This is an optimization exercise on Yosys and OpenROAD, whose aim is small area and few clock cycles per item, not a production implementation. Where RTL was checked, it was by simulation tests only, not by an equivalence proof against the original. Power and IR drop assume default switching activity.

## oak
## rs_c3_enc
module rs_c3_enc (
    input  wire        clk,
    input  wire        rst,
    input  wire        in_valid,
    output wire        in_ready,
    input  wire [15:0] in_data,
    output wire        out_valid,
    input  wire        out_ready,
    output wire [15:0] out_data,
    output wire        out_last
);
Size in the first run: about 270 flip-flops, about 39 I/O pins.
==> flow/config.mk <==
export PLATFORM = sky130hd
export DESIGN_NAME = rs_c3_enc
export DESIGN_NICKNAME = rs_c3_enc
export VERILOG_FILES = /design/flow/design.v
export SDC_FILE = /design/flow/constraint.sdc
export NUM_CORES = 4
export LEC_CHECK = 0
export CAP_MARGIN = 20
export CORE_MARGIN = 2
export CORE_UTILIZATION = 60
export PLACE_DENSITY = 0.75
export SETUP_SLACK_MARGIN = 0.1
export SLEW_MARGIN = 20
==> flow/constraint.sdc <==
create_clock -name core_clock -period 4.0 [get_ports {clk}]
set_input_delay 0.8000 -clock core_clock [delete_from_list [all_inputs] [get_ports {clk}]]
set_output_delay 0.8000 -clock core_clock [all_outputs]
set_load 0.01 [all_outputs]
standard.sh (not shown) runs the stock make flow with config.mk's settings and CLKGATE_MAP_FILE= SYNTH_SCRIPT=/design/flow/synth_recipe.tcl, a recipe that flattens the netlist after the stock synthesis.
==> flow/flow/run.sh <==
#!/bin/bash
# The standard layout (standard.sh) with two changes:
#  - ABC maps the logic with an area-oriented structural mapping (&nf) (flow/abc.script), so
#    the XOR network written in the RTL is kept as it is;
#  - extra ORFS make variables from flow/extra.sh (placement/CTS options).
# Each tool's output goes to the ORFS logs under orfs/logs; make's own output
# goes to make.log.
set -euo pipefail
HERE=$(pwd)
cat > my_synth.tcl <<EOF
proc abc {args} {
  set i [lsearch -exact \$args -script]
  if {\$i >= 0} { set args [lreplace \$args [expr {\$i+1}] [expr {\$i+1}] $HERE/flow/abc.script] }
  yosys abc {*}\$args
}
source $HERE/synth_recipe.tcl
EOF
{
  cat flow/extra.sh
  sed -e "s#SYNTH_SCRIPT=[^ ]*#SYNTH_SCRIPT=$HERE/my_synth.tcl#" \
      -e 's#"\${@:-finish}"#"${EXTRA[@]}" "${@:-finish}"#' standard.sh
} > my_standard.sh
bash my_standard.sh > make.log 2>&1
==> flow/flow/abc.script <==
&get -n
&st
&dch -f
&nf -R 1000
&put
==> flow/flow/extra.sh <==
EXTRA=("BUFFER_PORTS_ARGS=-buffer_cell sky130_fd_sc_hd__buf_1" "CTS_ARGS=-sink_clustering_enable -repair_clock_nets -dont_use_dummy_load -sink_clustering_size 24 -sink_clustering_max_diameter 120")
The inputs of pine differ from those of oak as listed below.
- a deleted SETUP_SLACK_MARGIN that had been 0.1
Notes after the runs:
In terms of multi-input gate area in the final layout, oak and pine differ only marginally.
oak -> pine: number of standard cells in the layout, taps in and fillers out flat
The cell count after placement of oak and that of pine are within noise of each other.
Side by side, combined buffer and inverter count along the critical path turned out higher in pine than in oak.
oak: flow completed, timing, DRC and antenna clean
The final layout from pine, which completed every stage, passed the timing, design-rule and antenna checks at the end of the flow.
Sum of net half-perimeters after detailed placement: oak vs pine — no meaningful difference
No run of this note included a check of the RTL's function; only the layout flow was run.

* * *

Setup of the reference run:
Another version of the RTL of rs_c3_enc (not shown whole).
Size in the first run: ~980 cells after synthesis.
==> flow/config.mk <==
export PLATFORM = sky130hd
export DESIGN_NAME = rs_c3_enc
export DESIGN_NICKNAME = rs_c3_enc
export VERILOG_FILES = /design/flow/design.v
export SDC_FILE = /design/flow/constraint.sdc
export NUM_CORES = 4
export LEC_CHECK = 0
export CAP_MARGIN = 20
export CORE_MARGIN = 2
export CORE_UTILIZATION = 60
export PLACE_DENSITY = 0.75
export SETUP_SLACK_MARGIN = 0.1
export SLEW_MARGIN = 20
==> flow/constraint.sdc <==
create_clock -name core_clock -period 4.0 [get_ports {clk}]
set_input_delay 0.8000 -clock core_clock [delete_from_list [all_inputs] [get_ports {clk}]]
set_output_delay 0.8000 -clock core_clock [all_outputs]
set_load 0.01 [all_outputs]
==> flow/flow/extra.sh <==
EXTRA=("BUFFER_PORTS_ARGS=-buffer_cell sky130_fd_sc_hd__buf_1" "CTS_ARGS=-sink_clustering_enable -repair_clock_nets -dont_use_dummy_load -sink_clustering_size 30 -sink_clustering_max_diameter 140")
Scripts as last shown in full above: flow/flow/run.sh, flow/flow/abc.script
Testbench counts of the reference run, summed over its fixed seeds: cycles 49,280, words 192.
Here is what was changed in the inputs of the trial run compared with the reference run.
==> flow/flow/extra.sh <==
EXTRA=("BUFFER_PORTS_ARGS=-buffer_cell sky130_fd_sc_hd__buf_1" "CTS_ARGS=-sink_clustering_enable -repair_clock_nets -dont_use_dummy_load -sink_clustering_size 27 -sink_clustering_max_diameter 130")
## What came out
- Per the comparison of the trial run with the reference run, clock period minus final worst setup slack grew by 5.5 ps; simple logic cell fraction of the synthesized area was more or less identical; synthesized cell count comparable; met2 track demand over resource -0.25 points.
- Diff the reference run -> the trial run: design area shows no meaningful change, total power shows an increase of 1.3%, core utilization shows no meaningful change, global router's overall resource usage shows no meaningful change, final cell count shows no meaningful change.

-- port drivers added, routing unchanged --
No port has a modelled driver above. Below, the same layouts with a new extraction and two added sets of constraints.
Step 1 (the two cells are an assumption about what drives the block):
set clk [get_ports {clk}]
set_driving_cell -lib_cell sky130_fd_sc_hd__clkbuf_16 $clk
set_driving_cell -lib_cell sky130_fd_sc_hd__buf_2 [delete_from_list [all_inputs] $clk]
Step 2 adds t to the input delays and takes it off the output delays; t is the mean of the earliest and latest rising clock arrival at the registers after step 1. Input paths then give back, and output paths get back, about the clock's delay inside the block.
Slacks: ideal ports / drivers / drivers and shift; pairs: ideal ports / drivers.
| run | t, ns | setup slack, ns | hold WS [ns] | latest minus earliest clock arrival (ns) |
|---|---|---|---|---|
| oak | 0.516 | 0.129 / 0.129 / 0.129 | 0.461 / 0.461 / 0.461 | 0.077 / 0.077 |
| pine | 0.547 | 0.053 / 0.001 / 0.232 | 0.476 / 0.476 / 0.476 | 0.062 / 0.062 |
| the reference run | 0.540 | 0.259 / 0.213 / 0.436 | 0.455 / 0.455 / 0.455 | 0.050 / 0.050 |
| the trial run | 0.542 | 0.254 / 0.208 / 0.449 | 0.457 / 0.457 / 0.457 | 0.032 / 0.032 |
After both steps setup and hold are still met in every run listed.
